Background: an optimization exercise with open tools, aiming at small area, a short achievable clock period and few clock cycles. Do not read the settings as production practice. Function was checked by simulation only, so behaviour that the tests miss may differ from the original. Power figures rest on the tool's default switching activity, not on a simulated workload.

==> design.v <==
module dsp_exec (
    input  wire        clk,
    input  wire        rst,         
    input  wire        in_valid,
    output wire        in_ready,
    input  wire [35:0] in_insn,
    output reg         out_valid,
    input  wire        out_ready,
    output reg  [31:0] out_d,
    output reg  [39:0] out_acc,
    output reg  [15:0] out_st
);
    localparam OP_LDI   = 6'h0A, OP_MOV   = 6'h0B, OP_MVR   = 6'h0C, OP_LDSI  = 6'h0D;
    localparam OP_ADD   = 6'h10, OP_SUB   = 6'h11, OP_AND   = 6'h12, OP_OR    = 6'h13;
    localparam OP_XOR   = 6'h14, OP_SHL   = 6'h15, OP_SHR   = 6'h16, OP_ASR   = 6'h17;
    localparam OP_CMP   = 6'h18, OP_PAR   = 6'h19, OP_ADDI  = 6'h1A, OP_ANDI  = 6'h1B;
    localparam OP_ORI   = 6'h1C, OP_XORI  = 6'h1D, OP_ADD32 = 6'h1E, OP_SUB32 = 6'h1F;
    localparam OP_MPY   = 6'h20, OP_MAC   = 6'h21, OP_MSU   = 6'h22;
    localparam OP_CLRA  = 6'h24, OP_SHA   = 6'h25, OP_STA   = 6'h26, OP_LDAC  = 6'h27;
    localparam OP_ADDA  = 6'h28, OP_SUBA  = 6'h29, OP_STAP  = 6'h2A;
    reg [15:0] dreg [0:15];
    reg [15:0] dvld;
    reg [39:0] areg [0:3];
    reg [3:0]  avld;
    reg [15:0] st;
    reg        sk_valid;
    reg        in_rdy;        
    reg [35:0] sk_insn;
    assign in_ready = in_rdy;
    wire accept = in_valid && !sk_valid;
    wire [35:0] nx_insn = sk_valid ? sk_insn : in_insn;
    wire [5:0]  nx_op   = nx_insn[35:30];
    wire        nx_mul  = (nx_op == OP_MPY) || (nx_op == OP_MAC) || (nx_op == OP_MSU) || (nx_op == OP_LDAC);
    wire        nx_mvr  = (nx_op == OP_MVR);
    wire        nx_a32  = (nx_op == OP_ADD32) || (nx_op == OP_SUB32);
    wire [3:0]  nx_aa   = nx_mul ? nx_insn[27:24] : nx_mvr ? nx_insn[29:26] :
                          {nx_insn[25:23], nx_insn[22] & !nx_a32};
    wire [3:0]  nx_ab   = nx_mul ? nx_insn[23:20] : {nx_insn[21:19], nx_insn[18] & !nx_a32};
    wire [5:0]  nx_amt  = ((nx_op == OP_SHA) && nx_insn[5]) ? (6'd0 - nx_insn[5:0]) : {1'b0, nx_insn[4:0]};
    wire [1:0]  nx_ap   = (nx_op == OP_SHA) ? nx_insn[29:28] :
                          ((nx_op == OP_ADDA) || (nx_op == OP_SUBA)) ? nx_insn[27:26] : nx_insn[25:24];
    reg        ir_valid;
    reg [35:0] ir;
    reg [3:0]  ir_aa, ir_ab;
    reg [1:0]  ir_ap;
    reg [5:0]  ir_amt;        
    wire [5:0]  op    = ir[35:30];
    wire [15:0] f_imm = ir[15:0];
    wire [3:0]  f_d   = ir[29:26];
    wire [3:0]  f_sh4 = ir[17:14];
    wire [1:0]  f_acc = ir[29:28];
    wire        f_dir = ir[25];
    wire        sreg17 = (ir[24:20] == 5'd17);
    localparam NF = 31;
    function [NF-1:0] dec;
        input [5:0] o;
        input       b5;           
        begin
            dec = {NF{1'b0}};
            dec[0]  = (o == OP_LDI);
            dec[1]  = (o == OP_MOV);
            dec[2]  = (o == OP_MVR);
            dec[3]  = (o == OP_LDSI);
            dec[4]  = (o == OP_ADD) || (o == OP_SUB) || (o == OP_CMP) || (o == OP_ADDI);
            dec[5]  = (o == OP_SUB) || (o == OP_CMP) || (o == OP_SUB32);      
            dec[6]  = (o == OP_AND) || (o == OP_OR) || (o == OP_XOR) ||
                      (o == OP_ANDI) || (o == OP_ORI) || (o == OP_XORI);
            dec[7]  = (o == OP_ANDI) || (o == OP_ORI) || (o == OP_XORI);
            dec[8]  = (o == OP_AND) || (o == OP_ANDI);
            dec[9]  = (o == OP_OR)  || (o == OP_ORI);
            dec[10] = (o == OP_SHL);
            dec[11] = (o == OP_ASR);
            dec[12] = (o == OP_SHL) || (o == OP_SHR) || (o == OP_ASR);
            dec[13] = (o == OP_PAR);
            dec[14] = (o == OP_ADD32) || (o == OP_SUB32);
            dec[15] = (o == OP_MPY) || (o == OP_MAC) || (o == OP_MSU);
            dec[16] = (o == OP_MSU);
            dec[17] = (o == OP_CLRA);
            dec[18] = (o == OP_SHA);
            dec[19] = (o == OP_STA);
            dec[20] = (o == OP_STAP);
            dec[21] = (o == OP_LDAC);
            dec[22] = (o == OP_ADDA) || (o == OP_SUBA);
            dec[23] = (o == OP_SUBA);
            dec[24] = (o == OP_SHA) && !b5;                                    
            dec[25] = (o == OP_CMP);
            dec[26] = (o == OP_ADDI);
            dec[27] = (o == OP_STA) || (o == OP_STAP) || (o == OP_SHA) ||
                      (o == OP_ADDA) || (o == OP_SUBA);                       
            dec[28] = (o == OP_MAC) || (o == OP_MSU) || (o == OP_ADDA) || (o == OP_SUBA);  
            dec[29] = (o == OP_MPY) || (o == OP_MAC) || (o == OP_MSU) || (o == OP_CLRA) ||
                      (o == OP_SHA) || (o == OP_LDAC) || (o == OP_ADDA) || (o == OP_SUBA);  
            dec[30] = (o == OP_SHA) && b5;                                     
        end
    endfunction
    wire [NF-1:0] nx_f = dec(nx_op, nx_insn[5]);
    reg  [NF-1:0] ir_f;
    wire is_ldi    = ir_f[0];
    wire is_mov    = ir_f[1];
    wire is_mvr    = ir_f[2];
    wire is_ldsi   = ir_f[3];
    wire is_addsub = ir_f[4];
    wire dosub     = ir_f[5];
    wire is_log    = ir_f[6];
    wire is_limm   = ir_f[7];
    wire is_and    = ir_f[8];
    wire is_or     = ir_f[9];
    wire is_shl    = ir_f[10];
    wire is_asr    = ir_f[11];
    wire is_sh16   = ir_f[12];
    wire is_par    = ir_f[13];
    wire is_a32    = ir_f[14];
    wire is_mul    = ir_f[15];
    wire is_msu    = ir_f[16];
    wire is_clra   = ir_f[17];
    wire is_sha    = ir_f[18];
    wire is_sta    = ir_f[19];
    wire is_stap   = ir_f[20];
    wire is_ldac   = ir_f[21];
    wire is_adda   = ir_f[22];
    wire is_suba   = ir_f[23];
    wire sha_left  = ir_f[24];
    wire is_cmp    = ir_f[25];
    wire is_addi   = ir_f[26];
    wire rd_acc1   = ir_f[27];
    wire use_x     = ir_f[28];
    wire wr_acc    = ir_f[29];
    wire sha_right = ir_f[30];
    reg [7:0]  sa_lo, sa_hi, sb_lo, sb_hi;
    reg [31:0] pa, pb;
    integer k;
    always @(*) begin
        pa = 32'd0;
        pb = 32'd0;
        for (k = 0; k < 8; k = k + 1) begin
            pa[15:0]  = pa[15:0]  | ({16{sa_lo[k]}} & dreg[2*k]);
            pa[31:16] = pa[31:16] | ({16{sa_hi[k]}} & dreg[2*k+1]);
            pb[15:0]  = pb[15:0]  | ({16{sb_lo[k]}} & dreg[2*k]);
            pb[31:16] = pb[31:16] | ({16{sb_hi[k]}} & dreg[2*k+1]);
        end
    end
    wire [15:0] da = ir_aa[0] ? pa[31:16] : pa[15:0];
    wire [15:0] db = ir_ab[0] ? pb[31:16] : pb[15:0];
    reg [3:0]  ap_sel;        
    reg [39:0] av;
    always @(*) begin
        av = 40'd0;
        for (k = 0; k < 4; k = k + 1)
            av = av | ({40{ap_sel[k]}} & areg[k]);
    end
    wire [15:0] bsrc  = is_addi ? f_imm : db;
    wire [31:0] ax    = {pa[31:16], da};
    wire [31:0] bx    = {pb[31:16], bsrc} ^ {32{dosub}};
    wire [33:0] sum2  = {1'b0, ax, dosub} + {1'b0, bx, dosub};     
    wire [32:0] sum   = sum2[33:1];
    wire        c16   = sum[16] ^ ax[16] ^ bx[16];
    wire        v16   = (ax[15] == bx[15]) && (sum[15] != ax[15]);
    wire        v32   = (ax[31] == bx[31]) && (sum[31] != ax[31]);
    wire [31:0] zx    = (ax ^ bx) ^ {ax[30:0] | bx[30:0], dosub};
    wire        z16   = (zx[15:0] == 16'd0);
    wire        z32   = z16 && (zx[31:16] == 16'd0);
    wire [15:0] lb    = is_limm ? f_imm : db;
    wire [15:0] logr  = is_and ? (da & lb) : is_or ? (da | lb) : (da ^ lb);
    reg  [39:0] w;
    reg         fill;
    reg  [5:0]  amt;
    integer m;
    always @(*) begin
        if (sha_left) begin
            for (m = 0; m < 40; m = m + 1)
                w[m] = av[39-m];
            fill = 1'b0;
            amt  = ir_amt;
        end else begin
            w    = av;
            fill = av[39];
            amt  = ir_amt;
        end
    end
    wire [40:0] shx = {{32{fill}}, w, 1'b0} >> amt;    
    wire [39:0] q    = shx[40:1];
    wire        half = shx[0];
    reg  [39:0] q_rev;
    always @(*) for (m = 0; m < 40; m = m + 1) q_rev[m] = q[39-m];
    reg  [15:0] dsw;
    always @(*) for (m = 0; m < 16; m = m + 1) dsw[m] = is_shl ? da[15-m] : da[m];
    wire [16:0] sh16x = {{15{is_asr && da[15]}}, dsw, 1'b0} >> f_sh4;
    reg  [15:0] sh16r;
    always @(*) for (m = 0; m < 16; m = m + 1) sh16r[m] = sh16x[16-m];
    wire [15:0] shr16 = is_shl ? sh16r : sh16x[16:1];
    wire        shc   = sh16x[0];
    reg         sha_ovf;
    always @(*) begin
        sha_ovf = 1'b0;
        for (m = 8; m < 39; m = m + 1)
            if ({1'b0, ir[4:0]} >= 6'd39 - m[5:0])
                sha_ovf = sha_ovf | (av[m] ^ av[39]);
    end
    wire [39:0] sha_val = sha_left ? q_rev : q;
    reg         sticky;
    always @(*) begin
        sticky = 1'b0;
        for (m = 0; m < 30; m = m + 1)
            if ({1'b0, ir[4:0]} >= m[5:0] + 6'd2)
                sticky = sticky | av[m];
    end
    wire [1:0]  rnd  = st[13:12];
    wire        inc  = ((rnd == 2'd1) && half) || ((rnd == 2'd2) && half && (sticky || q[0]));
    wire [31:0] qi   = q[31:0] + {31'd0, inc};
    wire        hi0_16 = (q[39:15] == 25'd0);
    wire        hi1_16 = (q[39:15] == {25{1'b1}});
    wire        fit16  = hi1_16 || (hi0_16 && !((q[14:0] == 15'h7FFF) && inc));
    wire        hi0_32 = (q[39:31] == 9'd0);
    wire        hi1_32 = (q[39:31] == 9'h1FF);
    wire        fit32  = hi1_32 || (hi0_32 && !((q[30:0] == 31'h7FFFFFFF) && inc));
    wire [15:0] sta16  = fit16 ? qi[15:0] : (q[39] ? 16'h8000 : 16'h7FFF);
    wire [31:0] sta32  = fit32 ? qi : (q[39] ? 32'h80000000 : 32'h7FFFFFFF);
    wire [40:0] mul_s, mul_c;
    dsp_booth u_booth (.a(da), .b(db), .neg(is_msu), .s(mul_s), .c(mul_c));
    reg         e2_valid;
    reg  [40:0] e2_s, e2_c;
    reg         e2_cin;
    reg  [3:0]  e2_xsel;      
    reg  [1:0]  e2_acc;
    reg         e2_wra;       
    reg         e2_chk;       
    reg         e2_shaov;     
    reg         e2_shasg;     
    reg  [31:0] e2_d;         
    reg [39:0] xv;
    always @(*) begin
        xv = 40'd0;
        for (k = 0; k < 4; k = k + 1)
            xv = xv | ({40{e2_xsel[k]}} & areg[k]);
    end
    wire [40:0] xx   = {xv[39], xv};
    wire [40:0] cs_s = xx ^ e2_s ^ e2_c;
    wire [40:0] cs_c = {(xx[39:0] & e2_s[39:0]) | (xx[39:0] & e2_c[39:0]) | (e2_s[39:0] & e2_c[39:0]), e2_cin};
    wire [40:0] ex   = cs_s + cs_c;
    wire        sata = st[11];
    wire        ov   = e2_chk ? (ex[40] ^ ex[39]) : e2_shaov;
    wire        sgn  = e2_chk ? ex[40] : e2_shasg;
    wire [39:0] accr = (ov && sata) ? (sgn ? {1'b1, 39'd0} : {1'b0, {39{1'b1}}}) : ex[39:0];
    wire        e2_ovf = e2_valid && ov;
    wire out_free = !out_valid || out_ready;
    wire e2_free  = !e2_valid || out_free;
    wire hazard   = e2_valid && e2_wra && rd_acc1 && (ir_ap == e2_acc);
    wire ir_go    = ir_valid && e2_free && !hazard;
    wire ir_free  = !ir_valid || ir_go;
    wire [15:0] st_now = {st[15:6], st[5] | e2_ovf, st[4:0]};    
    reg         wr_d, wr_p;
    reg  [15:0] wlo, whi;
    reg  [15:0] st1;          
    always @(*) begin
        wr_d = 1'b0; wr_p = 1'b0;
        wlo  = 16'd0; whi = 16'd0;
        st1  = st_now;
        if (is_ldi) begin
            wr_d = 1'b1; wlo = f_imm;
        end
        if (is_mov) begin
            wr_d = 1'b1; wlo = da;
        end
        if (is_mvr) begin
            if (f_dir) begin
                wr_d = 1'b1; wlo = sreg17 ? st_now : 16'd0;
            end else if (sreg17)
                st1 = da & 16'hFFEF;
        end
        if (is_ldsi && sreg17)
            st1 = f_imm & 16'hFFEF;
        if (is_addsub) begin
            wr_d = !is_cmp; wlo = sum[15:0];
            st1[0] = z16; st1[1] = sum[15]; st1[2] = c16; st1[3] = v16;
        end
        if (is_log) begin
            wr_d = 1'b1; wlo = logr;
            st1[0] = (logr == 16'd0); st1[1] = logr[15]; st1[2] = 1'b0; st1[3] = 1'b0;
        end
        if (is_sh16) begin
            wr_d = 1'b1; wlo = shr16;
            st1[0] = (shr16 == 16'd0); st1[1] = shr16[15];
            if (f_sh4 != 4'd0) st1[2] = shc;
        end
        if (is_par) begin
            wr_d = 1'b1; wlo = {15'd0, ^(da & db)};
            st1[0] = ~(^(da & db));
        end
        if (is_a32) begin
            wr_p = 1'b1; wlo = sum[15:0]; whi = sum[31:16];
            st1[0] = z32; st1[1] = sum[31]; st1[2] = sum[32]; st1[3] = v32;
        end
        if (is_sta) begin
            wr_d = 1'b1; wlo = sta16;
            if (!fit16) st1[5] = 1'b1;
        end
        if (is_stap) begin
            wr_p = 1'b1; wlo = sta32[15:0]; whi = sta32[31:16];
            if (!fit32) st1[5] = 1'b1;
        end
    end
    wire [15:0] whi_bus = wr_p ? whi : wlo;
    wire [40:0] s_in = is_mul ? mul_s :
                       is_adda ? ({av[39], av} ^ {41{is_suba}}) :
                       is_sha  ? {1'b0, sha_val} :
                       is_ldac ? {{9{pa[31]}}, pa} : 41'd0;
    wire [40:0] c_in = is_mul ? mul_c : 41'd0;
    reg  [3:0] avld_e2, avld_ir;
    always @(*)
        for (k = 0; k < 4; k = k + 1) begin
            avld_e2[k] = avld[k] || (e2_valid && e2_wra && e2_acc == k);
            avld_ir[k] = avld_e2[k] || (ir_valid && wr_acc && f_acc == k);
        end
    reg  [15:0] wmask;
    always @(*)
        for (k = 0; k < 16; k = k + 1)
            wmask[k] = (wr_d && f_d == k) || (wr_p && f_d[3:1] == k[3:1]);
    wire [15:0] dvld_ld = dvld | (ir_valid ? wmask : 16'd0);
    integer n;
    always @(posedge clk) begin
        if (!sk_valid)
            sk_insn <= in_insn;
        if (ir_free) begin
            ir    <= nx_insn;
            ir_aa <= nx_aa;
            ir_ab <= nx_ab;
            ir_ap <= nx_ap;
            ir_amt <= nx_amt;
            ir_f  <= nx_f;
            for (n = 0; n < 8; n = n + 1) begin
                sa_lo[n] <= (nx_aa[3:1] == n) && dvld_ld[2*n];
                sa_hi[n] <= (nx_aa[3:1] == n) && dvld_ld[2*n+1];
                sb_lo[n] <= (nx_ab[3:1] == n) && dvld_ld[2*n];
                sb_hi[n] <= (nx_ab[3:1] == n) && dvld_ld[2*n+1];
            end
        end
        if (ir_free)
            for (n = 0; n < 4; n = n + 1)
                ap_sel[n] <= (nx_ap == n) && avld_ir[n];
        for (n = 0; n < 16; n = n + 1) begin
            if (ir_go && wmask[n]) begin
                dreg[n] <= n[0] ? whi_bus : wlo;
            end
        end
        for (n = 0; n < 4; n = n + 1)
            if (e2_valid && out_free && e2_wra && e2_acc == n)
                areg[n] <= accr;
        if (e2_free) begin
            e2_s     <= s_in;
            e2_c     <= c_in;
            e2_cin   <= is_suba;
            for (n = 0; n < 4; n = n + 1)
                e2_xsel[n] <= use_x && (f_acc == n) && avld_e2[n];
            e2_acc   <= f_acc;
            e2_wra   <= wr_acc;
            e2_chk   <= use_x;
            e2_shaov <= is_sha && sha_left && sha_ovf;
            e2_shasg <= av[39];
            e2_d     <= {wr_p ? whi : 16'd0, (wr_d || wr_p) ? wlo : 16'd0};
        end
        if (out_free) begin
            out_d   <= e2_d;
            out_acc <= accr;    
            out_st  <= st_now;
        end
        if (rst) begin
            sk_valid  <= 1'b0;
            in_rdy    <= 1'b1;
            ir_valid  <= 1'b0;
            e2_valid  <= 1'b0;
            out_valid <= 1'b0;
            dvld      <= 16'd0;
            avld      <= 4'd0;
            st        <= 16'd0;
        end else begin
            sk_valid  <= sk_valid ? !ir_free : (accept && ir_valid && !ir_go);
            in_rdy    <= sk_valid ? ir_free : !(accept && ir_valid && !ir_go);
            if (ir_free)
                ir_valid <= sk_valid || accept;
            if (e2_free)
                e2_valid <= ir_go;
            if (out_free)
                out_valid <= e2_valid;
            for (n = 0; n < 16; n = n + 1)
                if (ir_go && wmask[n])
                    dvld[n] <= 1'b1;
            for (n = 0; n < 4; n = n + 1)
                if (e2_valid && out_free && e2_wra && e2_acc == n)
                    avld[n] <= 1'b1;
            if (ir_go)
                st <= st1;
            else if (e2_valid && out_free)
                st <= st_now;
        end
    end
endmodule
module dsp_booth (
    input  wire [15:0] a,
    input  wire [15:0] b,
    input  wire        neg,    
    output wire [40:0] s,
    output wire [40:0] c
);
    wire [16:0] bx = {b, 1'b0};
    wire [16:0] ax = {a[15], a};
    wire b0_one = bx[1] ^ bx[0];
    wire b0_two = (bx[2] & ~bx[1] & ~bx[0]) | (~bx[2] & bx[1] & bx[0]);
    wire b0_neg = bx[2] ^ neg;
    wire [16:0] pp0 = (({17{b0_one}} & ax) | ({17{b0_two}} & {ax[15:0], 1'b0})) ^ {17{b0_neg}};
    wire b1_one = bx[3] ^ bx[2];
    wire b1_two = (bx[4] & ~bx[3] & ~bx[2]) | (~bx[4] & bx[3] & bx[2]);
    wire b1_neg = bx[4] ^ neg;
    wire [16:0] pp1 = (({17{b1_one}} & ax) | ({17{b1_two}} & {ax[15:0], 1'b0})) ^ {17{b1_neg}};
    wire b2_one = bx[5] ^ bx[4];
    wire b2_two = (bx[6] & ~bx[5] & ~bx[4]) | (~bx[6] & bx[5] & bx[4]);
    wire b2_neg = bx[6] ^ neg;
    wire [16:0] pp2 = (({17{b2_one}} & ax) | ({17{b2_two}} & {ax[15:0], 1'b0})) ^ {17{b2_neg}};
    wire b3_one = bx[7] ^ bx[6];
    wire b3_two = (bx[8] & ~bx[7] & ~bx[6]) | (~bx[8] & bx[7] & bx[6]);
    wire b3_neg = bx[8] ^ neg;
    wire [16:0] pp3 = (({17{b3_one}} & ax) | ({17{b3_two}} & {ax[15:0], 1'b0})) ^ {17{b3_neg}};
    wire b4_one = bx[9] ^ bx[8];
    wire b4_two = (bx[10] & ~bx[9] & ~bx[8]) | (~bx[10] & bx[9] & bx[8]);
    wire b4_neg = bx[10] ^ neg;
    wire [16:0] pp4 = (({17{b4_one}} & ax) | ({17{b4_two}} & {ax[15:0], 1'b0})) ^ {17{b4_neg}};
    wire b5_one = bx[11] ^ bx[10];
    wire b5_two = (bx[12] & ~bx[11] & ~bx[10]) | (~bx[12] & bx[11] & bx[10]);
    wire b5_neg = bx[12] ^ neg;
    wire [16:0] pp5 = (({17{b5_one}} & ax) | ({17{b5_two}} & {ax[15:0], 1'b0})) ^ {17{b5_neg}};
    wire b6_one = bx[13] ^ bx[12];
    wire b6_two = (bx[14] & ~bx[13] & ~bx[12]) | (~bx[14] & bx[13] & bx[12]);
    wire b6_neg = bx[14] ^ neg;
    wire [16:0] pp6 = (({17{b6_one}} & ax) | ({17{b6_two}} & {ax[15:0], 1'b0})) ^ {17{b6_neg}};
    wire b7_one = bx[15] ^ bx[14];
    wire b7_two = (bx[16] & ~bx[15] & ~bx[14]) | (~bx[16] & bx[15] & bx[14]);
    wire b7_neg = bx[16] ^ neg;
    wire [16:0] pp7 = (({17{b7_one}} & ax) | ({17{b7_two}} & {ax[15:0], 1'b0})) ^ {17{b7_neg}};
    wire t1 = pp0[10] ^ pp1[8];
    wire t2 = pp0[10] & pp1[8];
    wire t3 = pp0[11] ^ pp1[9];
    wire t4 = pp0[11] & pp1[9];
    wire t5 = pp0[12] ^ pp1[10] ^ pp2[8];
    wire t6 = (pp0[12] & pp1[10]) | (pp0[12] & pp2[8]) | (pp1[10] & pp2[8]);
    wire t7 = pp3[6] ^ pp4[4];
    wire t8 = pp3[6] & pp4[4];
    wire t9 = pp0[13] ^ pp1[11] ^ pp2[9];
    wire t10 = (pp0[13] & pp1[11]) | (pp0[13] & pp2[9]) | (pp1[11] & pp2[9]);
    wire t11 = pp3[7] ^ pp4[5];
    wire t12 = pp3[7] & pp4[5];
    wire t13 = pp0[14] ^ pp1[12] ^ pp2[10];
    wire t14 = (pp0[14] & pp1[12]) | (pp0[14] & pp2[10]) | (pp1[12] & pp2[10]);
    wire t15 = pp3[8] ^ pp4[6] ^ pp5[4];
    wire t16 = (pp3[8] & pp4[6]) | (pp3[8] & pp5[4]) | (pp4[6] & pp5[4]);
    wire t17 = pp6[2] ^ pp7[0];
    wire t18 = pp6[2] & pp7[0];
    wire t19 = pp0[15] ^ pp1[13] ^ pp2[11];
    wire t20 = (pp0[15] & pp1[13]) | (pp0[15] & pp2[11]) | (pp1[13] & pp2[11]);
    wire t21 = pp3[9] ^ pp4[7] ^ pp5[5];
    wire t22 = (pp3[9] & pp4[7]) | (pp3[9] & pp5[5]) | (pp4[7] & pp5[5]);
    wire t23 = pp6[3] ^ pp7[1];
    wire t24 = pp6[3] & pp7[1];
    wire t25 = ~pp0[16] ^ pp1[14] ^ pp2[12];
    wire t26 = (~pp0[16] & pp1[14]) | (~pp0[16] & pp2[12]) | (pp1[14] & pp2[12]);
    wire t27 = pp3[10] ^ pp4[8] ^ pp5[6];
    wire t28 = (pp3[10] & pp4[8]) | (pp3[10] & pp5[6]) | (pp4[8] & pp5[6]);
    wire t29 = pp6[4] ^ pp7[2] ^ 1'b1;
    wire t30 = (pp6[4] & pp7[2]) | (pp6[4] & 1'b1) | (pp7[2] & 1'b1);
    wire t31 = pp1[15] ^ pp2[13] ^ pp3[11];
    wire t32 = (pp1[15] & pp2[13]) | (pp1[15] & pp3[11]) | (pp2[13] & pp3[11]);
    wire t33 = pp4[9] ^ pp5[7] ^ pp6[5];
    wire t34 = (pp4[9] & pp5[7]) | (pp4[9] & pp6[5]) | (pp5[7] & pp6[5]);
    wire t35 = pp7[3] ^ 1'b1;
    wire t36 = pp7[3] & 1'b1;
    wire t37 = ~pp1[16] ^ pp2[14] ^ pp3[12];
    wire t38 = (~pp1[16] & pp2[14]) | (~pp1[16] & pp3[12]) | (pp2[14] & pp3[12]);
    wire t39 = pp4[10] ^ pp5[8] ^ pp6[6];
    wire t40 = (pp4[10] & pp5[8]) | (pp4[10] & pp6[6]) | (pp5[8] & pp6[6]);
    wire t41 = pp2[15] ^ pp3[13] ^ pp4[11];
    wire t42 = (pp2[15] & pp3[13]) | (pp2[15] & pp4[11]) | (pp3[13] & pp4[11]);
    wire t43 = pp5[9] ^ pp6[7];
    wire t44 = pp5[9] & pp6[7];
    wire t45 = ~pp2[16] ^ pp3[14] ^ pp4[12];
    wire t46 = (~pp2[16] & pp3[14]) | (~pp2[16] & pp4[12]) | (pp3[14] & pp4[12]);
    wire t47 = pp3[15] ^ pp4[13];
    wire t48 = pp3[15] & pp4[13];
    wire t49 = pp0[6] ^ pp1[4];
    wire t50 = pp0[6] & pp1[4];
    wire t51 = pp0[7] ^ pp1[5];
    wire t52 = pp0[7] & pp1[5];
    wire t53 = pp0[8] ^ pp1[6] ^ pp2[4];
    wire t54 = (pp0[8] & pp1[6]) | (pp0[8] & pp2[4]) | (pp1[6] & pp2[4]);
    wire t55 = pp3[2] ^ pp4[0];
    wire t56 = pp3[2] & pp4[0];
    wire t57 = pp0[9] ^ pp1[7] ^ pp2[5];
    wire t58 = (pp0[9] & pp1[7]) | (pp0[9] & pp2[5]) | (pp1[7] & pp2[5]);
    wire t59 = pp3[3] ^ pp4[1];
    wire t60 = pp3[3] & pp4[1];
    wire t61 = pp2[6] ^ pp3[4] ^ pp4[2];
    wire t62 = (pp2[6] & pp3[4]) | (pp2[6] & pp4[2]) | (pp3[4] & pp4[2]);
    wire t63 = pp5[0] ^ b5_neg ^ t1;
    wire t64 = (pp5[0] & b5_neg) | (pp5[0] & t1) | (b5_neg & t1);
    wire t65 = pp2[7] ^ pp3[5] ^ pp4[3];
    wire t66 = (pp2[7] & pp3[5]) | (pp2[7] & pp4[3]) | (pp3[5] & pp4[3]);
    wire t67 = pp5[1] ^ t2 ^ t3;
    wire t68 = (pp5[1] & t2) | (pp5[1] & t3) | (t2 & t3);
    wire t69 = pp5[2] ^ pp6[0] ^ b6_neg;
    wire t70 = (pp5[2] & pp6[0]) | (pp5[2] & b6_neg) | (pp6[0] & b6_neg);
    wire t71 = t4 ^ t5 ^ t7;
    wire t72 = (t4 & t5) | (t4 & t7) | (t5 & t7);
    wire t73 = pp5[3] ^ pp6[1] ^ t6;
    wire t74 = (pp5[3] & pp6[1]) | (pp5[3] & t6) | (pp6[1] & t6);
    wire t75 = t8 ^ t9 ^ t11;
    wire t76 = (t8 & t9) | (t8 & t11) | (t9 & t11);
    wire t77 = b7_neg ^ t10 ^ t12;
    wire t78 = (b7_neg & t10) | (b7_neg & t12) | (t10 & t12);
    wire t79 = t13 ^ t15 ^ t17;
    wire t80 = (t13 & t15) | (t13 & t17) | (t15 & t17);
    wire t81 = t14 ^ t16 ^ t18;
    wire t82 = (t14 & t16) | (t14 & t18) | (t16 & t18);
    wire t83 = t19 ^ t21 ^ t23;
    wire t84 = (t19 & t21) | (t19 & t23) | (t21 & t23);
    wire t85 = t20 ^ t22 ^ t24;
    wire t86 = (t20 & t22) | (t20 & t24) | (t22 & t24);
    wire t87 = t25 ^ t27 ^ t29;
    wire t88 = (t25 & t27) | (t25 & t29) | (t27 & t29);
    wire t89 = t26 ^ t28 ^ t30;
    wire t90 = (t26 & t28) | (t26 & t30) | (t28 & t30);
    wire t91 = t31 ^ t33 ^ t35;
    wire t92 = (t31 & t33) | (t31 & t35) | (t33 & t35);
    wire t93 = pp7[4] ^ t32 ^ t34;
    wire t94 = (pp7[4] & t32) | (pp7[4] & t34) | (t32 & t34);
    wire t95 = t36 ^ t37 ^ t39;
    wire t96 = (t36 & t37) | (t36 & t39) | (t37 & t39);
    wire t97 = pp7[5] ^ 1'b1 ^ t38;
    wire t98 = (pp7[5] & 1'b1) | (pp7[5] & t38) | (1'b1 & t38);
    wire t99 = t40 ^ t41 ^ t43;
    wire t100 = (t40 & t41) | (t40 & t43) | (t41 & t43);
    wire t101 = pp5[10] ^ pp6[8] ^ pp7[6];
    wire t102 = (pp5[10] & pp6[8]) | (pp5[10] & pp7[6]) | (pp6[8] & pp7[6]);
    wire t103 = t42 ^ t44 ^ t45;
    wire t104 = (t42 & t44) | (t42 & t45) | (t44 & t45);
    wire t105 = pp5[11] ^ pp6[9] ^ pp7[7];
    wire t106 = (pp5[11] & pp6[9]) | (pp5[11] & pp7[7]) | (pp6[9] & pp7[7]);
    wire t107 = 1'b1 ^ t46 ^ t47;
    wire t108 = (1'b1 & t46) | (1'b1 & t47) | (t46 & t47);
    wire t109 = ~pp3[16] ^ pp4[14] ^ pp5[12];
    wire t110 = (~pp3[16] & pp4[14]) | (~pp3[16] & pp5[12]) | (pp4[14] & pp5[12]);
    wire t111 = pp6[10] ^ pp7[8] ^ t48;
    wire t112 = (pp6[10] & pp7[8]) | (pp6[10] & t48) | (pp7[8] & t48);
    wire t113 = pp4[15] ^ pp5[13] ^ pp6[11];
    wire t114 = (pp4[15] & pp5[13]) | (pp4[15] & pp6[11]) | (pp5[13] & pp6[11]);
    wire t115 = pp7[9] ^ 1'b1;
    wire t116 = pp7[9] & 1'b1;
    wire t117 = ~pp4[16] ^ pp5[14] ^ pp6[12];
    wire t118 = (~pp4[16] & pp5[14]) | (~pp4[16] & pp6[12]) | (pp5[14] & pp6[12]);
    wire t119 = pp5[15] ^ pp6[13];
    wire t120 = pp5[15] & pp6[13];
    wire t121 = pp0[4] ^ pp1[2];
    wire t122 = pp0[4] & pp1[2];
    wire t123 = pp0[5] ^ pp1[3];
    wire t124 = pp0[5] & pp1[3];
    wire t125 = pp2[2] ^ pp3[0] ^ b3_neg;
    wire t126 = (pp2[2] & pp3[0]) | (pp2[2] & b3_neg) | (pp3[0] & b3_neg);
    wire t127 = pp2[3] ^ pp3[1] ^ t50;
    wire t128 = (pp2[3] & pp3[1]) | (pp2[3] & t50) | (pp3[1] & t50);
    wire t129 = b4_neg ^ t52 ^ t53;
    wire t130 = (b4_neg & t52) | (b4_neg & t53) | (t52 & t53);
    wire t131 = t54 ^ t56 ^ t57;
    wire t132 = (t54 & t56) | (t54 & t57) | (t56 & t57);
    wire t133 = t58 ^ t60 ^ t61;
    wire t134 = (t58 & t60) | (t58 & t61) | (t60 & t61);
    wire t135 = t62 ^ t64 ^ t65;
    wire t136 = (t62 & t64) | (t62 & t65) | (t64 & t65);
    wire t137 = t66 ^ t68 ^ t69;
    wire t138 = (t66 & t68) | (t66 & t69) | (t68 & t69);
    wire t139 = t70 ^ t72 ^ t73;
    wire t140 = (t70 & t72) | (t70 & t73) | (t72 & t73);
    wire t141 = t74 ^ t76 ^ t77;
    wire t142 = (t74 & t76) | (t74 & t77) | (t76 & t77);
    wire t143 = t78 ^ t80 ^ t81;
    wire t144 = (t78 & t80) | (t78 & t81) | (t80 & t81);
    wire t145 = t82 ^ t84 ^ t85;
    wire t146 = (t82 & t84) | (t82 & t85) | (t84 & t85);
    wire t147 = t86 ^ t88 ^ t89;
    wire t148 = (t86 & t88) | (t86 & t89) | (t88 & t89);
    wire t149 = t90 ^ t92 ^ t93;
    wire t150 = (t90 & t92) | (t90 & t93) | (t92 & t93);
    wire t151 = t94 ^ t96 ^ t97;
    wire t152 = (t94 & t96) | (t94 & t97) | (t96 & t97);
    wire t153 = t98 ^ t100 ^ t101;
    wire t154 = (t98 & t100) | (t98 & t101) | (t100 & t101);
    wire t155 = t102 ^ t104 ^ t105;
    wire t156 = (t102 & t104) | (t102 & t105) | (t104 & t105);
    wire t157 = t106 ^ t108 ^ t109;
    wire t158 = (t106 & t108) | (t106 & t109) | (t108 & t109);
    wire t159 = t110 ^ t112 ^ t113;
    wire t160 = (t110 & t112) | (t110 & t113) | (t112 & t113);
    wire t161 = pp7[10] ^ t114 ^ t116;
    wire t162 = (pp7[10] & t114) | (pp7[10] & t116) | (t114 & t116);
    wire t163 = pp7[11] ^ 1'b1 ^ t118;
    wire t164 = (pp7[11] & 1'b1) | (pp7[11] & t118) | (1'b1 & t118);
    wire t165 = ~pp5[16] ^ pp6[14] ^ pp7[12];
    wire t166 = (~pp5[16] & pp6[14]) | (~pp5[16] & pp7[12]) | (pp6[14] & pp7[12]);
    wire t167 = pp6[15] ^ pp7[13];
    wire t168 = pp6[15] & pp7[13];
    wire t169 = pp0[2] ^ pp1[0];
    wire t170 = pp0[2] & pp1[0];
    wire t171 = pp0[3] ^ pp1[1];
    wire t172 = pp0[3] & pp1[1];
    wire t173 = pp2[0] ^ b2_neg ^ t121;
    wire t174 = (pp2[0] & b2_neg) | (pp2[0] & t121) | (b2_neg & t121);
    wire t175 = pp2[1] ^ t122 ^ t123;
    wire t176 = (pp2[1] & t122) | (pp2[1] & t123) | (t122 & t123);
    wire t177 = t49 ^ t124 ^ t125;
    wire t178 = (t49 & t124) | (t49 & t125) | (t124 & t125);
    wire t179 = t51 ^ t126 ^ t127;
    wire t180 = (t51 & t126) | (t51 & t127) | (t126 & t127);
    wire t181 = t55 ^ t128 ^ t129;
    wire t182 = (t55 & t128) | (t55 & t129) | (t128 & t129);
    wire t183 = t59 ^ t130 ^ t131;
    wire t184 = (t59 & t130) | (t59 & t131) | (t130 & t131);
    wire t185 = t63 ^ t132 ^ t133;
    wire t186 = (t63 & t132) | (t63 & t133) | (t132 & t133);
    wire t187 = t67 ^ t134 ^ t135;
    wire t188 = (t67 & t134) | (t67 & t135) | (t134 & t135);
    wire t189 = t71 ^ t136 ^ t137;
    wire t190 = (t71 & t136) | (t71 & t137) | (t136 & t137);
    wire t191 = t75 ^ t138 ^ t139;
    wire t192 = (t75 & t138) | (t75 & t139) | (t138 & t139);
    wire t193 = t79 ^ t140 ^ t141;
    wire t194 = (t79 & t140) | (t79 & t141) | (t140 & t141);
    wire t195 = t83 ^ t142 ^ t143;
    wire t196 = (t83 & t142) | (t83 & t143) | (t142 & t143);
    wire t197 = t87 ^ t144 ^ t145;
    wire t198 = (t87 & t144) | (t87 & t145) | (t144 & t145);
    wire t199 = t91 ^ t146 ^ t147;
    wire t200 = (t91 & t146) | (t91 & t147) | (t146 & t147);
    wire t201 = t95 ^ t148 ^ t149;
    wire t202 = (t95 & t148) | (t95 & t149) | (t148 & t149);
    wire t203 = t99 ^ t150 ^ t151;
    wire t204 = (t99 & t150) | (t99 & t151) | (t150 & t151);
    wire t205 = t103 ^ t152 ^ t153;
    wire t206 = (t103 & t152) | (t103 & t153) | (t152 & t153);
    wire t207 = t107 ^ t154 ^ t155;
    wire t208 = (t107 & t154) | (t107 & t155) | (t154 & t155);
    wire t209 = t111 ^ t156 ^ t157;
    wire t210 = (t111 & t156) | (t111 & t157) | (t156 & t157);
    wire t211 = t115 ^ t158 ^ t159;
    wire t212 = (t115 & t158) | (t115 & t159) | (t158 & t159);
    wire t213 = t117 ^ t160 ^ t161;
    wire t214 = (t117 & t160) | (t117 & t161) | (t160 & t161);
    wire t215 = t119 ^ t162 ^ t163;
    wire t216 = (t119 & t162) | (t119 & t163) | (t162 & t163);
    wire t217 = t120 ^ t164 ^ t165;
    wire t218 = (t120 & t164) | (t120 & t165) | (t164 & t165);
    wire t219 = 1'b1 ^ t166 ^ t167;
    wire t220 = (1'b1 & t166) | (1'b1 & t167) | (t166 & t167);
    wire t221 = ~pp6[16] ^ pp7[14] ^ t168;
    wire t222 = (~pp6[16] & pp7[14]) | (~pp6[16] & t168) | (pp7[14] & t168);
    wire t223 = pp7[15] ^ 1'b1;
    wire t224 = pp7[15] & 1'b1;
    assign s = {1'b1, 1'b1, 1'b1, 1'b1, 1'b1, 1'b1, 1'b1, 1'b1, 1'b1, 1'b1, ~pp7[16], t222, t220, t218, t216, t214, t212, t210, t208, t206, t204, t202, t200, t198, t196, t194, t192, t190, t188, t186, t184, t182, t180, t178, t176, t174, t172, t170, b1_neg, pp0[1], pp0[0]};
    assign c = {1'b0, 1'b0, 1'b0, 1'b0, 1'b0, 1'b0, 1'b0, 1'b0, 1'b0, 1'b0, t224, t223, t221, t219, t217, t215, t213, t211, t209, t207, t205, t203, t201, t199, t197, t195, t193, t191, t189, t187, t185, t183, t181, t179, t177, t175, t173, t171, t169, 1'b0, b0_neg};
endmodule
==> flow/run.sh <==
#!/bin/bash
# Standard ORFS layout (the standard.sh) with two changes to how it is made:
#  - setup repair aims for slack well beyond the 17 ns clock (SETUP_SLACK_MARGIN
#    raised), so repair_timing works the paths down to about 5.4 ns;
#  - the port buffers are buf_2 cells (resizable buf family) instead of the
#    default delay-buffer cell, which MATCH_CELL_FOOTPRINT keeps from resizing.
# Clock, constraints and every other step are unchanged.  Make's output goes to
# flow_make.log; ORFS writes each step's log under orfs/logs.
set -euo pipefail
MARGIN=${MARGIN:-11.6}
bash standard.sh SETUP_SLACK_MARGIN=$MARGIN "BUFFER_PORTS_ARGS=-buffer_cell sky130_fd_sc_hd__buf_2" finish > flow_make.log 2>&1
==> standard.sh <==
#!/bin/bash
# synth_recipe.tcl (not shown) runs the flow's synth.tcl, then flattens the netlist and writes it again
# the make line also repeats each setting of config.mk as NAME=value (left out here)
make -C /OpenROAD-flow-scripts/flow DESIGN_CONFIG=/design/flow/config.mk WORK_HOME=/design/flow/orfs CLKGATE_MAP_FILE= SYNTH_SCRIPT=/design/flow/synth_recipe.tcl "${@:-finish}"
==> config.mk <==
export PLATFORM = sky130hd
export DESIGN_NAME = dsp_exec
export DESIGN_NICKNAME = dsp_exec
export VERILOG_FILES = /design/flow/design.v
export SDC_FILE = /design/flow/constraint.sdc
export NUM_CORES = 4
export LEC_CHECK = 0
export CAP_MARGIN = 20
export CORE_MARGIN = 2
export CORE_UTILIZATION = 60
export CTS_CLUSTER_DIAMETER = 100
export CTS_CLUSTER_SIZE = 30
export PLACE_DENSITY = 0.72
export SETUP_SLACK_MARGIN = 0.5
export SLEW_MARGIN = 20
export TNS_END_PERCENT = 10
==> constraint.sdc <==
create_clock -name core_clock -period 17.0 [get_ports {clk}]
set_input_delay 3.4000 -clock core_clock [delete_from_list [all_inputs] [get_ports {clk}]]
set_output_delay 3.4000 -clock core_clock [all_outputs]
set_load 0.01 [all_outputs]
==> results by group, run 1 <==
Status
  • Status: complete, no violations

Global routing
  • Met1 Track Usage GR: 61.5%
  • GRT Total Usage: between 40% and 50%
  • First-pass GRT wire length: around 340 mm
  • M3 GR Usage: 16.0%
  • Vias in the first global route: between 40000 and 50000
  • Antenna violations before repair: 17
  • Largest net degree at the start of global routing: between 100 and 150
  • GR peak layer: met2
  • GR Util met2: around 72%
  • GRT Residual Overflow: 0

Synthesis
  • Synthesized area: about 56000 µm²
  • Post-synth top flop: edfxtp_1
  • Yosys Warn Count: 3
  • Synthesized Nets: 5907
  • Register bit total from synthesis: roughly 800
  • Top cell type's share of synthesized area: 38.4%
  • Register area share after synthesis: between 40% and 50%
  • Post-Syn Instances: ~5600
  • Number of synthesized flops with an enable pin: ~700
  • Post-synth cell types: ~110
  • Synthesized area per cell: about 10 µm²
  • Top area cells in the synthesized netlist: edfxtp_1 (38%), a22oi_1 (6.0%), xnor2_1 (4.1%), fa_1 (4.0%), ha_1 (3.8%)
  • Async set-or-reset flop fraction in the synthesized netlist: 0%
  • Post-synthesis cell type with the largest combined area: edfxtp_1

Placed design
  • Placer congestion estimate: 1.09
  • Post-DP HPWL: roughly 170 mm
  • PortBufs: approximately 130
  • Placed cell count: between 6000 and 7000

Worst setup path
  • Worst Reg-to-Reg Cells: 25
  • CP startpoint: e2_xsel[0]
  • Capture point of the worst reg-to-reg path: areg[3][3]
  • Crit path DAT: 6.23 ns
  • CP Data Required Time: 17.52 ns
  • Crit Path Class: register to register
  • Worst Path Max Fanout: 10
  • Worst setup path endpoint: areg[3][3]
  • R2r setup slk: between 10 and 15 ns
  • Crit. End Element: register
  • Worst flop-to-flop path startpoint: e2_xsel[0]
  • Startpoint types: register

Clocking
  • Clock Latency Late Sink: 0.73 ns
  • H-tree levels: 2
  • TritonCTS clock tree: done
  • CTS Hold Buffers Added: 0
  • CTS Buf Count: 37
  • Root Driver: clkbuf_16
  • Clock transition at path regs: ~0.11 ns
  • Clock Sink Count: 795
  • Clk buf depth: 3

Timing
  • Final setup viols: 0
  • Period utilization: 33.6%
  • Fmax: about 0.18 GHz
  • RSZ-0062 raised after global routing: yes
  • Final setup TNS: 0 ns
  • Fin crit period: 5.71 ns
  • Worst Skew: 0.0764 ns
  • Slew headroom: approximately a fifth
  • Slew Viols, Final: 0
  • Hold_ws: approximately 0.43 ns
  • Final Hold Vio Count: 0
  • Slew @ Worst Pin: ~1.2 ns

Detailed routing
  • Detail-routed net length per standard cell: approximately 35 µm
  • Final WL: about 250 mm
  • First-pass iteration count of the detailed router: 7
  • Initial DRC Count: 10300
  • Drt via density: 7.52
  • Residual DRC: 0
  • Vias: roughly 53000
  • Post-route ant nets: 0

Hold path
  • Hold depth: 0
  • Type of the most critical hold path: register to register

Pwr
  • Max rail drop VDD: roughly 320 µV
  • Cell area power density: between 150 and 200 nW/µm²
  • Leakage: between 20 and 25 nW

Floorplan
  • Core area: a little over 90000 µm²
  • Die height: 310 µm
  • Die W: about 310 µm
  • Initial core utilization: between 60 and 70%
  • Full die area: ~96000 µm²
  • Boundary pin count: between 100 and 150
  • # rows: ~110

Layout
  • Fraction of layout cells with a size suffix above 1: roughly a fifth
  • Synthesis-to-finish area growth: 13.3%
  • Commonest non-fill, non-tap cells in the layout: edfxtp_1 (719), a22oi_1 (426), nor2_1 (420), buf_4 (349), inv_1 (328)
  • Final Net Count: approximately 6100
  • Final Non-Filler Cells: around 7000
  • Commonest non-fill, non-tap cell in the layout: edfxtp_1

Job
  • Max Cap Violations: 0
[how the worst min path moves through the flow]
stage	startpoint	endpoint	slack, ns
6_report	e2_d[13]	out_d[13]	0.43
5_1_grt	e2_d[5]	out_d[5]	0.44
4_1_cts	e2_d[13]	out_d[13]	0.43
3_5_place_dp	e2_d[13]	out_d[13]	0.40
3_3_place_gp	e2_d[6]	out_d[6]	0.40
2_1_floorplan	e2_d[0]	out_d[0]	0.40
[layer usage]
layer	vias to the layer above	wire length, µm
met1	25000	82300
met2	5047	103000
met4	14	24900
li1	21300	-
met3	1426	37500
met5	-	81
[repair_timing]
item                                    CTS  global route
endpoints found under the setup margin  871           716
gates cloned                             12             7
resized for setup                       203           200
pin swaps                                39            60
buffers inserted                        159            96
[area by class of cell]
| class | instances | area [µm²] |
|---|---|---|
| Tap cell | 1254 | 1570 |
| Multi-Input combinational cell | 4031 | 32100 |
| Fill cell | 7021 | 29500 |
| Inverter | 346 | 1320 |
| Clock inverter | 15 | 289 |
| Timing Repair inverter | 1 | 7.51 |
| Clock buffer | 53 | 996 |
| Sequential cell | 795 | 23100 |
| Timing Repair Buffer | 528 | 4320 |
| Antenna cell | 5 | 12.5 |
[cell usage after synthesis (99+ instances only)]
cell type  count
edfxtp_1     719
a22oi_1      446
nor2_1       437
inv_1        335
nand2_1      331
clkbuf_1     323
a21oi_1      322
xnor2_1      263
o21ai_0      238
ha_1         171
xor2_1       119
fa_1         113
mux2i_1      104
nand3_1       99
[stage by stage]
| step | setup slack, ns | area, µm² | util, % | power, mW |
|---|---|---|---|---|
| after floorplan | 10.93 | 56400 | - | 6.03 |
| after CTS | 11.39 | 61900 | 66.4 | 9.50 |
| final | 11.29 | 63700 | 68.4 | 10.1 |
| after global placement | 10.00 | 57900 | 62.2 | 8.07 |
| after detailed placement | 9.91 | 58000 | 62.2 | 8.22 |
| after global routing | 11.28 | 63700 | 68.4 | 10.4 |
[critical path, stage by stage, from the launching register on]
cell	delay (ns)
edfxtp_1	0.39
buf_6	0.16
bufbuf_16	0.30
a22o_1	0.21
a221oi_1	0.39
fa_1	0.51
inv_1	0.08
ha_1	0.31
and4_1	0.31
o2111ai_1	0.18
a21oi_1	0.32
o21ai_4	0.14
o21a_1	0.20
o21ai_1	0.21
xnor2_2	0.16
xnor2_2	0.19
a21oi_4	0.25
buf_12	0.15
nand2_8	0.05
buf_12	0.16
nor2_4	0.20
buf_6	0.15
buf_6	0.10
buf_12	0.11
buf_16	0.13
a21o_1	0.18
[report_power, final]
group          internal, mW  leakage [nW]  total [mW]  switching, mW
logic                  2.31          15.9        6.18           3.87
clock network         0.449         0.603        1.14          0.695
registers              2.59          7.80        2.73          0.141
total                  5.35          24.3        10.1           4.71
[cells by family (layout without fill, tap and decap cells)]
kind of cell | count (synthesis) | in the layout | synth area share, %
compound gates | 1781 | 1782 | 22.4
simple gates | 1323 | 1324 | 11.2
flops | 795 | 795 | 41.1
buf+inv | 759 | 943 | 5.34
xor+xnor | 382 | 382 | 5.95
fa+ha+maj | 287 | 287 | 7.88
mux | 255 | 255 | 6.08
other cells | 1 | 6 | 0.00667
[flip-flops by register name, indices dropped and copies added, names as in the netlist, 8 cells and up]
register	flops
ir_f	29
e2_s	41
sa_hi	8
e2_d	32
dvld	16
st	15
sk_insn	36
sb_hi	8
out_acc	40
dreg	256
sa_lo	8
out_st	15
ir	28
areg	160
sb_lo	8
e2_c	30
out_d	32
Testbench counts, summed over its fixed seeds: cycles 32,773.
==> run 2: changes to the inputs <==
--- a/design.v
+++ b/design.v
@@ -30,12 +30,13 @@
     wire accept = in_valid && !sk_valid;
     wire [35:0] nx_insn = sk_valid ? sk_insn : in_insn;
     wire [5:0]  nx_op   = nx_insn[35:30];
-    wire        nx_mul  = (nx_op == OP_MPY) || (nx_op == OP_MAC) || (nx_op == OP_MSU) || (nx_op == OP_LDAC);
+    wire        nx_mul  = nx_op[5];
+    wire        nx_mulb = (nx_op[5:2] == 4'b1000);
     wire        nx_mvr  = (nx_op == OP_MVR);
     wire        nx_a32  = (nx_op == OP_ADD32) || (nx_op == OP_SUB32);
     wire [3:0]  nx_aa   = nx_mul ? nx_insn[27:24] : nx_mvr ? nx_insn[29:26] :
                           {nx_insn[25:23], nx_insn[22] & !nx_a32};
-    wire [3:0]  nx_ab   = nx_mul ? nx_insn[23:20] : {nx_insn[21:19], nx_insn[18] & !nx_a32};
+    wire [3:0]  nx_ab   = nx_mulb ? nx_insn[23:20] : {nx_insn[21:19], nx_insn[18] & !nx_a32};
     wire [5:0]  nx_amt  = ((nx_op == OP_SHA) && nx_insn[5]) ? (6'd0 - nx_insn[5:0]) : {1'b0, nx_insn[4:0]};
     wire [1:0]  nx_ap   = (nx_op == OP_SHA) ? nx_insn[29:28] :
                           ((nx_op == OP_ADDA) || (nx_op == OP_SUBA)) ? nx_insn[27:26] : nx_insn[25:24];
@@ -148,6 +149,13 @@
         for (k = 0; k < 4; k = k + 1)
             av = av | ({40{ap_sel[k]}} & areg[k]);
     end
+    reg [3:0]  xs_sel;        
+    reg [39:0] xv1;
+    always @(*) begin
+        xv1 = 40'd0;
+        for (k = 0; k < 4; k = k + 1)
+            xv1 = xv1 | ({40{xs_sel[k]}} & areg[k]);
+    end
     wire [15:0] bsrc  = is_addi ? f_imm : db;
     wire [31:0] ax    = {pa[31:16], da};
     wire [31:0] bx    = {pb[31:16], bsrc} ^ {32{dosub}};
@@ -189,58 +197,62 @@
     always @(*) for (m = 0; m < 16; m = m + 1) sh16r[m] = sh16x[16-m];
     wire [15:0] shr16 = is_shl ? sh16r : sh16x[16:1];
     wire        shc   = sh16x[0];
-    reg         sha_ovf;
-    always @(*) begin
-        sha_ovf = 1'b0;
-        for (m = 8; m < 39; m = m + 1)
-            if ({1'b0, ir[4:0]} >= 6'd39 - m[5:0])
-                sha_ovf = sha_ovf | (av[m] ^ av[39]);
-    end
+    reg  [32:0] ts;
+    always @(*) for (m = 0; m < 33; m = m + 1) ts[m] = ({1'b0, ir[4:0]} >= m[5:0]);
+    reg  [38:0] ovm;          
+    always @(*) for (m = 0; m < 39; m = m + 1) ovm[m] = (m >= 8) ? ts[39-m] : 1'b0;
+    wire        sha_ovf = |((av[38:0] ^ {39{av[39]}}) & ovm);
     wire [39:0] sha_val = sha_left ? q_rev : q;
-    reg         sticky;
-    always @(*) begin
-        sticky = 1'b0;
-        for (m = 0; m < 30; m = m + 1)
-            if ({1'b0, ir[4:0]} >= m[5:0] + 6'd2)
-                sticky = sticky | av[m];
-    end
+    wire        sticky  = |(av[29:0] & ts[31:2]);
     wire [1:0]  rnd  = st[13:12];
     wire        inc  = ((rnd == 2'd1) && half) || ((rnd == 2'd2) && half && (sticky || q[0]));
     wire [31:0] qi   = q[31:0] + {31'd0, inc};
-    wire        hi0_16 = (q[39:15] == 25'd0);
-    wire        hi1_16 = (q[39:15] == {25{1'b1}});
-    wire        fit16  = hi1_16 || (hi0_16 && !((q[14:0] == 15'h7FFF) && inc));
-    wire        hi0_32 = (q[39:31] == 9'd0);
-    wire        hi1_32 = (q[39:31] == 9'h1FF);
-    wire        fit32  = hi1_32 || (hi0_32 && !((q[30:0] == 31'h7FFFFFFF) && inc));
-    wire [15:0] sta16  = fit16 ? qi[15:0] : (q[39] ? 16'h8000 : 16'h7FFF);
-    wire [31:0] sta32  = fit32 ? qi : (q[39] ? 32'h80000000 : 32'h7FFFFFFF);
+    wire [38:0] tchg = av[39:1] ^ av[38:0];      
+    reg  [39:0] ge, m16, m32, r15, r31;
+    always @(*) begin
+        for (m = 0; m < 40; m = m + 1) begin
+            ge[m]  = (m >= 31) ? 1'b1 : !ts[m+1];
+            m16[m] = (m >= 15) ? ge[m-15] : 1'b0;       
+            m32[m] = (m >= 31) ? ge[m-31] : 1'b0;       
+            r15[m] = ge[m] && !m16[m];                  
+            r31[m] = ge[m] && !m32[m];                  
+        end
+    end
+    wire        f16    = !(|(tchg & m16[38:0]));
+    wire        f32    = !(|(tchg & m32[38:0]));
+    wire        ones15 = &(av | ~r15);
+    wire        ones31 = &(av | ~r31);
+    wire        sat_hi16 = !av[39] && (!f16 || (ones15 && inc));
+    wire        sat_lo16 =  av[39] && !f16;
+    wire        sat_hi32 = !av[39] && (!f32 || (ones31 && inc));
+    wire        sat_lo32 =  av[39] && !f32;
+    wire        fit16  = !(sat_hi16 || sat_lo16);
+    wire        fit32  = !(sat_hi32 || sat_lo32);
+    wire [15:0] sta16  = sat_hi16 ? 16'h7FFF : sat_lo16 ? 16'h8000 : qi[15:0];
+    wire [31:0] sta32  = sat_hi32 ? 32'h7FFFFFFF : sat_lo32 ? 32'h80000000 : qi;
     wire [40:0] mul_s, mul_c;
     dsp_booth u_booth (.a(da), .b(db), .neg(is_msu), .s(mul_s), .c(mul_c));
     reg         e2_valid;
     reg  [40:0] e2_s, e2_c;
     reg         e2_cin;
-    reg  [3:0]  e2_xsel;      
+    reg  [39:0] e2_x;         
     reg  [1:0]  e2_acc;
     reg         e2_wra;       
     reg         e2_chk;       
+    reg         e2_satc;      
+    reg         e2_sats;      
     reg         e2_shaov;     
     reg         e2_shasg;     
     reg  [31:0] e2_d;         
-    reg [39:0] xv;
-    always @(*) begin
-        xv = 40'd0;
-        for (k = 0; k < 4; k = k + 1)
-            xv = xv | ({40{e2_xsel[k]}} & areg[k]);
-    end
-    wire [40:0] xx   = {xv[39], xv};
+    wire [40:0] xx   = {e2_x[39], e2_x};
     wire [40:0] cs_s = xx ^ e2_s ^ e2_c;
     wire [40:0] cs_c = {(xx[39:0] & e2_s[39:0]) | (xx[39:0] & e2_c[39:0]) | (e2_s[39:0] & e2_c[39:0]), e2_cin};
     wire [40:0] ex   = cs_s + cs_c;
-    wire        sata = st[11];
-    wire        ov   = e2_chk ? (ex[40] ^ ex[39]) : e2_shaov;
+    wire        ov_a = ex[40] ^ ex[39];
+    wire        ov   = (e2_chk && ov_a) || e2_shaov;
+    wire        sat  = (e2_satc && ov_a) || e2_sats;
     wire        sgn  = e2_chk ? ex[40] : e2_shasg;
-    wire [39:0] accr = (ov && sata) ? (sgn ? {1'b1, 39'd0} : {1'b0, {39{1'b1}}}) : ex[39:0];
+    wire [39:0] accr = sat ? (sgn ? {1'b1, 39'd0} : {1'b0, {39{1'b1}}}) : ex[39:0];
     wire        e2_ovf = e2_valid && ov;
     wire out_free = !out_valid || out_ready;
     wire e2_free  = !e2_valid || out_free;
@@ -335,8 +347,10 @@
             end
         end
         if (ir_free)
-            for (n = 0; n < 4; n = n + 1)
+            for (n = 0; n < 4; n = n + 1) begin
                 ap_sel[n] <= (nx_ap == n) && avld_ir[n];
+                xs_sel[n] <= nx_f[28] && (nx_insn[29:28] == n) && avld_ir[n];
+            end
         for (n = 0; n < 16; n = n + 1) begin
             if (ir_go && wmask[n]) begin
                 dreg[n] <= n[0] ? whi_bus : wlo;
@@ -349,8 +363,9 @@
             e2_s     <= s_in;
             e2_c     <= c_in;
             e2_cin   <= is_suba;
-            for (n = 0; n < 4; n = n + 1)
-                e2_xsel[n] <= use_x && (f_acc == n) && avld_e2[n];
+            e2_x     <= (use_x && e2_valid && e2_wra && e2_acc == f_acc) ? accr : xv1;
+            e2_satc  <= use_x && st[11];
+            e2_sats  <= is_sha && sha_left && sha_ovf && st[11];
             e2_acc   <= f_acc;
             e2_wra   <= wr_acc;
             e2_chk   <= use_x;
==> config.mk (replaced) <==
export PLATFORM = sky130hd
export DESIGN_NAME = dsp_exec
export DESIGN_NICKNAME = dsp_exec
export VERILOG_FILES = /design/flow/design.v
export SDC_FILE = /design/flow/constraint.sdc
export NUM_CORES = 4
export LEC_CHECK = 0
export CAP_MARGIN = 20
export CORE_MARGIN = 2
export CORE_UTILIZATION = 55
export PLACE_DENSITY = 0.68
export SETUP_SLACK_MARGIN = 0.5
export SLEW_MARGIN = 20
==> run 2 against run 1 <==
Compared with the run above: register-to-register slack gained 0.21 ns; clock-buffer cell count grew 63; largest cell class unchanged; via count shrank 2.8%; setup slack gained 0.21 ns; routed wire length shrank 2.1%; first-iteration DRC count shrank 9.9%; global-route usage shrank 5.6 points; critical endpoint is now dreg[5][8]; die area grew 10%; highest routed layer unchanged; final cell count grew 0.80%; clock power grew about 70%; fmax grew 3.9%; largest power group unchanged; sequential share of layout area grew 1.7 points.
==> results by group, run 2 <==
Clocking
  • Root Driver: clkbuf_16
  • TritonCTS clock tree: done
  • H-tree levels: 3 (+1)
  • Clock Latency Late Sink: 0.71 ns (-0.02 ns)
  • Clock transition at path regs: 0.06 ns (-0.05 ns)
  • CTS Buf Count: 89 (+140%)
  • Clock Sink Count: 837 (+5.3%)
  • CTS Hold Buffers Added: 0 (unchanged)
  • Clk buf depth: 3 (unchanged)

Synthesis
  • Synthesized area: 56900 µm² (+1.1%)
  • Number of synthesized flops with an enable pin: 761 (+5.8%)
  • Register bit total from synthesis: 837 (+5.3%)
  • Post-synth top flop: edfxtp_1
  • Post-Syn Instances: 5573 (-0.18%)
  • Commonest cells post-synth: edfxtp_1 (761), a22oi_1 (537), nor2_1 (442)
  • Post-synthesis cell type with the largest combined area: edfxtp_1
  • Async set-or-reset flop fraction in the synthesized netlist: 0% (unchanged)
  • Yosys Warn Count: 3 (unchanged)
  • Register area share after synthesis: 42.9% (+1.8 points)
  • Synthesized area per cell: 10.2 µm² (+1.2%)
  • Synthesized Nets: 5897 (-0.17%)
  • Most frequent cell after synthesis: edfxtp_1
  • Top cell type's share of synthesized area: 40.2% (+1.8 points)
  • Top area cells in the synthesized netlist: edfxtp_1 (40%), a22oi_1 (7.1%), fa_1 (4.0%), xnor2_1 (3.9%), ha_1 (3.8%)
  • Post-synth cell types: 97 (-13%)

Layout
  • Final core occ: 62.8% (-5.6 points)
  • Synthesis-to-finish area growth: 12.9%
  • Final Net Count: 5961 (-1.7%)
  • Max reg flops: 256 (unchanged)
  • Biggest regs: dreg: 256 flops, areg: 160 flops, e2_s: 41 flops
  • Largest Register: dreg
  • Commonest non-fill, non-tap cell in the layout: edfxtp_1
  • Cell area after layout: 64200 µm² (+0.70%)
  • Fillcell total: 8437 (+20%)
  • Commonest non-fill, non-tap cells in the layout: edfxtp_1 (761), a22oi_1 (532), nor2_1 (425), nand2_1 (332), a21oi_1 (308)
  • Fraction of layout cells with a size suffix above 1: 15.8% (-3.7 points)

Timing
  • Final setup viols: 0 (unchanged)
  • Slew @ Worst Pin: 1.24 ns (+0.0380 ns)
  • Slew headroom: 16.7% (-3.2 points)
  • Fin crit period: 5.50 ns (-0.213 ns)
  • Period utilization: 32.3% (-1.3 points)
  • Worst Skew: 0.0568 ns (-0.0196 ns)
  • Hold_ws: 0.418 ns (-0.0130 ns)
  • Slew Viols, Final: 0 (unchanged)
  • Fmax: 0.182 GHz (+3.9%)
  • Final Hold Vio Count: 0 (unchanged)
  • Final setup TNS: 0 ns (unchanged)
  • RSZ-0062 raised after global routing: yes
  • Fin worst setup slack: 11.50 ns (+0.213 ns)

Placed design
  • Place WS: 9.86 ns (-0.0486 ns)
  • Post-DP HPWL: 175 mm (+2.7%)
  • Post-Place Cell Area: 59400 µm² (+2.4%)
  • Placer congestion estimate: 1.08 (-1.5%)
  • PortBufs: 128 (unchanged)

Detailed routing
  • Vias: 51400 (-2.8%)
  • Initial DRC Count: 9256 (-9.9%)
  • Residual DRC: 0 (unchanged)
  • Detail-routed net length per standard cell: 34.3 µm (-2.8%)
  • Drt via density: 7.25 (-3.6%)
  • First-pass iteration count of the detailed router: 13 (+6)
  • Final WL: 243 mm (-2.1%)
  • Post-route ant nets: 0 (unchanged)

Worst setup path
  • Worst Path Max Fanout: 21 (+11)
  • Startpoint types: register
  • Crit. End Element: register
  • Worst Reg-to-Reg Cells: 15 (-40%)
  • Crit Path Class: register to register
  • Crit path DAT: 5.92 ns (-0.31 ns)
  • CP Data Required Time: 17.43 ns (-0.09 ns)

Pwr
  • Psw: 5.24 mW (+11%)
  • Sw frac: 45.5% (-1.3 points)
  • Clock Power Share: 16.8% (+5.4 points)
  • Cell area power density: 180 nW/µm² (+14%)
  • Int Pwr: 6.29 mW (+18%)
  • Combinational share of power: 57.4% (-4.1 points)
  • Leakage: 24.1 nW (-0.66%)
  • Register share of total power: 25.7% (-1.4 points)
  • Max rail drop VDD: 291 µV (-8.7%)

Job
  • Max Cap Violations: 0 (unchanged)

Global routing
  • Antenna violations before repair: 12 (-5)
  • GRT Total Usage: 43.9% (-5.6 points)
  • Largest net degree at the start of global routing: 109 (+3.8%)
  • First-pass GRT wire length: 340 mm (-0.56%)
  • GRT Residual Overflow: 0 (unchanged)
  • Vias in the first global route: 47400 (-1.3%)

Floorplan
  • Initial core utilization: 55.6% (-4.7 points)
  • Die height: 326 µm (+4.9%)
  • # rows: 117 (+4.5%)
  • Die W: 326 µm (+4.9%)
  • Boundary pin count: 130 (unchanged)
  • Full die area: 106000 µm² (+10%)
  • Core area: 102000 µm² (+9.6%)

Status
  • Status: complete, no violations

Hold path
  • Type of the most critical hold path: register to register
  • Hold depth: 0 (unchanged)
-- run 2: logic make-up after synthesis --
kind of cell | synth area share, %
compound gates | 21.6
simple gates | 11.4
flops | 42.9
buf+inv | 4.43
xor+xnor | 6.19
fa+ha+maj | 7.76
mux | 5.80
other cells | 0.00660
-- run 2: layer usage --
metal / GRT usage, % / vias to the layer above / part of all wire (%)
met3: 10.7 / 1019 / 13
met1: 56.6 / 24700 / 35
met4: 30.5 / 12 / 9.1
met2: 65.4 / 4352 / 42
met5: 0 / - / 0.037
li1: - / 21300 / -
-- run 2: power by group through the flow --
stage | sequential [mW] | clock, mW | combinational, mW
6_report | 2.97 | 1.94 | 6.62
5_1_grt | 2.98 | 2.02 | 6.99
4_1_cts | 2.97 | 1.94 | 6.25
3_5_place_dp | 3.01 | 0 | 6.13
3_3_place_gp | 3.01 | 0 | 6.04
2_1_floorplan | 2.98 | 0 | 3.59
-- run 2: per-stage QoR --
step | total power [mW] | instances
floorplan | 6.57 | 5573
global placement | 9.05 | 6822
detailed placement | 9.14 | 6828
CTS | 11.2 | 7028
global route | 12.0 | 7080
finish | 11.5 | 7084
-- run 2: cell type report --
type | instances | area, µm² | share of cell area, %
clock inverters | 50 | 484 | 0.755
flip-flops and latches | 837 | 24400 | 38.0
inverters | 232 | 885 | 1.38
well taps | 1368 | 1710 | 2.67
clock buffers | 116 | 2420 | 3.77
repair buffers | 383 | 2900 | 4.51
diodes | 4 | 10.0 | 0.0156
multi-input cells | 4094 | 31400 | 48.9
-- run 2: worst paths after layout --
check                  from          to  slack [ns]
setup / recovery  ap_sel[2]  dreg[5][8]       11.50
hold / removal      e2_d[8]    out_d[8]        0.42
hold reg to reg     e2_d[8]    out_d[8]        0.42
setup reg to reg  ap_sel[2]  dreg[5][8]       11.50
-- run 2: timing repair --
item | CTS | global route
pin swaps | 24 | 24
gates resized for setup | 140 | 102
gates cloned | 3 | 6
buffers inserted | 31 | 44
hold endpoints to repair | 0 | 0
endpoints found under the setup margin | 573 | 513
-- run 2: critical path, cell delays in order (launching register included) --
cell and delay (ns):
edfxtp_1 0.35, buf_4 0.13, buf_12 0.18, a22oi_1 0.24, and2_1 0.33, mux4_2 0.61, a22oi_1 0.27, o221ai_2 0.23
mux4_2 0.53, o21a_4 0.26, or4_4 0.53, or3_4 0.49, nor2_1 0.12, a31oi_1 0.11, o31ai_1 0.46, a21o_1 0.41
Testbench counts of run 2, summed over its fixed seeds: cycles 32,773.

[afterwards: timing with drivers on the ports]
No port has a modelled driver above. Below, the same layouts with a new extraction and two added sets of constraints. Step 1: set_driving_cell puts a clkbuf_16 on clk and a buf_2 on each other input, an assumption about the parent block. Step 2 adds t to the input delays and takes it off the output delays; t is the mean of the earliest and latest rising clock arrival at the registers after step 1. Input paths then give back, and output paths get back, about the clock's delay inside the block. Three values: ideal ports, drivers, drivers and shift; two values: the first two.
run	t (ns)	slack for setup (ns)	latest minus earliest clock arrival (ns)	worst register clock-pin slew, ns
run 1	0.776	11.292 / 11.292 / 10.723	0.076 / 0.077	0.12 / 0.12
run 2	0.756	11.504 / 11.504 / 10.966	0.057 / 0.057	0.07 / 0.07
After both steps every run listed still meets setup and hold. For run 1, which loses most, drivers alone change the setup slack by 0.000 ns; drivers and shift together by -0.569 ns.
